From an optimization exercise on the open Yosys and OpenROAD flow, aimed at small area, a short achievable clock period and few clock cycles per item; shortcuts taken in it are not production practice. RTL that was checked went through simulation tests only; none was proved equivalent to the original. Power figures rest on the tool's default switching activity, not on a simulated workload.

== v6 ==
## qe_mix
module qe_mix (
    input  wire        clk,
    input  wire        rst,
    input  wire        in_valid,
    output wire        in_ready,
    input  wire [23:0] in_sample,
    input  wire [23:0] in_gain,
    input  wire        in_last,
    input  wire [23:0] in_dgain,
    output reg         out_valid,
    input  wire        out_ready,
    output reg  [23:0] out_sample,
    output reg  [1:0]  out_clip
);
clock: 9.0 ns
lec_check: 0
abc_clock_period_in_ps: 3000
cap_margin: 20
core_margin: 2
core_utilization: 65
cts_buf_list: sky130_fd_sc_hd__clkbuf_4
place_density: 0.85
setup_slack_margin: 5
slew_margin: 20
standard.sh (not shown) runs the stock make flow with config.mk's settings and CLKGATE_MAP_FILE= SYNTH_SCRIPT=/design/flow/synth_recipe.tcl, a recipe that flattens the netlist after the stock synthesis.
==> flow/flow/run.sh <==
#!/bin/bash
set -euo pipefail
bash standard.sh "BUFFER_PORTS_ARGS=-buffer_cell sky130_fd_sc_hd__buf_1" finish > flow.log 2>&1
v6 reached the final stage; the timing, DRC and antenna checks on its layout passed.
Input changes introduced in v7 (baseline for comparison: v6):
- PLACE_DENSITY removed (was 0.85)
- CORE_UTILIZATION changed from 65 to 40
==> flow/run.sh (new file) <==
#!/bin/bash
# synth_recipe.tcl (not shown) runs the flow's synth.tcl, then flattens the netlist and writes it again
# the make line also repeats each setting of config.mk as NAME=value (left out here)
make -C /OpenROAD-flow-scripts/flow DESIGN_CONFIG=/design/flow/config.mk WORK_HOME=/design/flow/orfs CLKGATE_MAP_FILE= SYNTH_SCRIPT=/design/flow/synth_recipe.tcl finish
removed: flow/flow/run.sh
removed: flow/standard.sh
==> run notes <==
Compared to v6, v7 has post-place setup slack 0.036 ns lower.
Going from v6 to v7, final design instance area without fill now sits higher; switching fraction of total power now sits lower; final cell count now sits higher; headroom to the max-slew limit now sits higher.
On share of final layout cell area taken by clock buffers and inverters, v7 and v6 are neck and neck.
v6 ended up with met4 as its highest routing layer actually used; v7 ended up with met5.
Delta (v7 minus v6): share of cell area taken by multi-input logic gates went down 2.8 points, required time at the worst-slack endpoint has decreased.
No functional check of the RTL was part of any run of this note.

========
Another version of the RTL of qe_mix (not shown whole).
Size in the first run: roughly 490 flip-flops, about 110 I/O pins, ~0.039 mm2 of cells after synthesis.
clock: 9.0 ns
lec_check: 0
abc_clock_period_in_ps: 3000
cap_margin: 20
core_margin: 2
core_utilization: 40
cts_buf_list: sky130_fd_sc_hd__clkbuf_4
setup_slack_margin: 5
slew_margin: 20
==> flow/flow/run.sh <==
#!/bin/bash
set -euo pipefail
bash standard.sh SETUP_SLACK_MARGIN=5.5 "BUFFER_PORTS_ARGS=-buffer_cell sky130_fd_sc_hd__buf_1" finish > flow.log 2>&1
The baseline completed without violations.
Testbench counts at the start, summed over its fixed seeds: cycles 14,810, items 3,200.
==> next run, changes <==
==> flow/run.sh (new file) <==
#!/bin/bash
# synth_recipe.tcl (not shown) runs the flow's synth.tcl, then flattens the netlist and writes it again
# the make line also repeats each setting of config.mk as NAME=value (left out here)
make -C /OpenROAD-flow-scripts/flow DESIGN_CONFIG=/design/flow/config.mk WORK_HOME=/design/flow/orfs CLKGATE_MAP_FILE= SYNTH_SCRIPT=/design/flow/synth_recipe.tcl finish
removed: flow/flow/run.sh
removed: flow/standard.sh
What happened:
- synthesized cell count is unchanged
- sequential power is about the same
- clock skew goes down by 0.031 ns

========
v34:
Another version of the RTL of qe_mix (not shown whole).
For scale: roughly 3500 cells after synthesis, about 460 flip-flops, roughly 110 I/O pins, roughly 37000 sq um of cells after synthesis.
clock: 9.0 ns
lec_check: 0
abc_clock_period_in_ps: 3000
cap_margin: 20
core_margin: 2
core_utilization: 40
cts_buf_list: sky130_fd_sc_hd__clkbuf_4
setup_slack_margin: 5
slew_margin: 20
==> flow/flow/run.sh <==
#!/bin/bash
set -euo pipefail
bash standard.sh "BUFFER_PORTS_ARGS=-buffer_cell sky130_fd_sc_hd__buf_1" \
  "CTS_ARGS=-sink_clustering_enable -repair_clock_nets -buf_list sky130_fd_sc_hd__clkbuf_4 -dont_use_dummy_load -sink_clustering_size 16" \
  finish > flow.log 2>&1
Testbench counts of v34, summed over its fixed seeds: cycles 14,810, items 3,200.
> inputs changed (v34 -> v11)
==> flow/run.sh (new file) <==
#!/bin/bash
# synth_recipe.tcl (not shown) runs the flow's synth.tcl, then flattens the netlist and writes it again
# the make line also repeats each setting of config.mk as NAME=value (left out here)
make -C /OpenROAD-flow-scripts/flow DESIGN_CONFIG=/design/flow/config.mk WORK_HOME=/design/flow/orfs CLKGATE_MAP_FILE= SYNTH_SCRIPT=/design/flow/synth_recipe.tcl finish
removed: flow/flow/run.sh
removed: flow/standard.sh
--- outcome ---
- v11: full flow OK, the timing, DRC and antenna checks passed
- Between v11 and v34, worst hold slack is higher for v11, v34 comes in under that.
- Looking at critical path launch point, the x_q[14] result is from v34; the x_q[6] one comes from v11.
- Between v11 and v34, worst endpoint data arrival time is higher for v34, v11 comes in under that.
- Number of post-CTS setup repair buffers: v11 vs v34 up 2
- Lower proportion of cell area occupied by registers goes to v11 over v34.
- Going from v34 to v11, non-clock buffer count now larger, area of all placed cells without fillers now larger.
diff inputs: v11 => v38
==> flow/flow/run.sh (new file) <==
#!/bin/bash
set -euo pipefail
bash standard.sh "BUFFER_PORTS_ARGS=-buffer_cell sky130_fd_sc_hd__buf_1" \
  "CTS_ARGS=-sink_clustering_enable -repair_clock_nets -buf_list sky130_fd_sc_hd__clkbuf_4 -dont_use_dummy_load" \
  finish > flow.log 2>&1
==> flow/standard.sh (new file) <==
#!/bin/bash
# synth_recipe.tcl (not shown) runs the flow's synth.tcl, then flattens the netlist and writes it again
# the make line also repeats each setting of config.mk as NAME=value (left out here)
make -C /OpenROAD-flow-scripts/flow DESIGN_CONFIG=/design/flow/config.mk WORK_HOME=/design/flow/orfs CLKGATE_MAP_FILE= SYNTH_SCRIPT=/design/flow/synth_recipe.tcl "${@:-finish}"
removed: flow/run.sh
Notes after the runs:
v38 against v11: sequential power share now larger, via count of the routed design now smaller, number of antenna violations at the first check in global routing now larger. On v38: slew at the pin closest to its max-slew limit is 0.12 ns higher than what v11 gave. v38 reached the end of the flow, and the finished layout is clean on the timing, DRC and antenna checks. Summary of the comparison: share of cell area taken by flip-flops and latches is higher in v38, relative to v11. Taking v11 as the reference, in v38 worst hold slack -0.015 ns; number of non-filler instances in the completed layout fell by 104; clock network fraction of design power down 3.7 points; power went down.
Modified inputs, v17 compared to v38
- putting GPL_ROUTABILITY_DRIVEN at 0 where nothing was set
==> flow/flow/run.sh <==
#!/bin/bash
set -euo pipefail
bash standard.sh "BUFFER_PORTS_ARGS=-buffer_cell sky130_fd_sc_hd__buf_1" finish > flow.log 2>&1
==> comparison <==
- v17 closes out successfully: all stages finished, all timing, DRC and antenna checks passed.
- Summary of v17 over v38: area added between synthesis and finish saw an increase; via count saw an increase.
- Against v38, time the final worst path needs with I/O delays and setup in v17 came out worse.
- v38 → v17: detailed-route DRC error count did not really move, post-route cell area up about 1.7%, leakage dissipation higher.
- v17 against v38: smallest setup slack after layout shows a reduction of 0.010 ns, non-clock buffer count decreased by 1 relative to the old numbers.
The following lists how v8 was set up differently from v17:
- CTS_BUF_LIST: sky130_fd_sc_hd__clkbuf_4 -> sky130_fd_sc_hd__clkbuf_2
- GPL_ROUTABILITY_DRIVEN: 0 -> unset
Results
- Final cell count across v17 and v8: no real change.
- When v8 is set beside v17, its maximum vdd ir drop turns out to be 0.73 uV smaller.
- Of the two candidates, v17 has the worse worst path setup slack after routing and v8 the better one.
- v8 ends up with a highest net fanout along the worst path that is 11 lower than in v17.
- Minimum clock period after layout ends up higher on v17.
- Diff v17 -> v8: xor and xnor area share after synthesis did not really move, detailed route wirelength on metal2 rose about 1.7%, power lost 3.8%.

static timing again, ports no longer ideal:
The flow's constraints put no driver on any port. The routed layouts listed below were extracted and timed again, unchanged, in two steps.
Step 1, drivers: a clkbuf_16 drives clk and a buf_2 each remaining input, both assumed.
Step 2 adds t to the input delays and takes it off the output delays; t is the mean of the earliest and latest rising clock arrival at the registers after step 1. Input paths then give back, and output paths get back, about the clock's delay inside the block.
a / b / c = ideal / step 1 / step 2; a / b = the first two.
| run | shift t [ns] | setup slack, ns | worst setup path at the end | latest minus earliest clock arrival (ns) |
|---|---|---|---|---|
| v6 | 1.038 | 4.616 / 4.616 / 4.616 | register to register | 0.100 / 0.100 |
| v7 | 1.085 | 4.910 / 4.910 / 4.725 | input to register | 0.106 / 0.106 |
| the first run of note 2 | 1.096 | 5.183 / 5.183 / 4.976 | input to register | 0.105 / 0.104 |
| the second run of note 2 | 1.069 | 4.998 / 4.998 / 4.737 | input to register | 0.075 / 0.075 |
| v34 | 1.067 | 5.092 / 5.092 / 4.927 | input to register | 0.105 / 0.105 |
| v11 | 1.063 | 5.074 / 5.074 / 4.454 | input to register | 0.085 / 0.085 |
| v38 | 1.063 | 5.103 / 5.103 / 4.931 | input to register | 0.108 / 0.108 |
| v17 | 1.101 | 5.093 / 5.093 / 4.927 | input to register | 0.098 / 0.098 |
| v8 | 1.427 | 5.108 / 5.108 / 4.928 | input to register | 0.102 / 0.102 |
After both steps every run listed still meets setup and hold. For v11, which loses most, drivers alone change the setup slack by 0.000 ns; drivers and shift together by -0.620 ns.
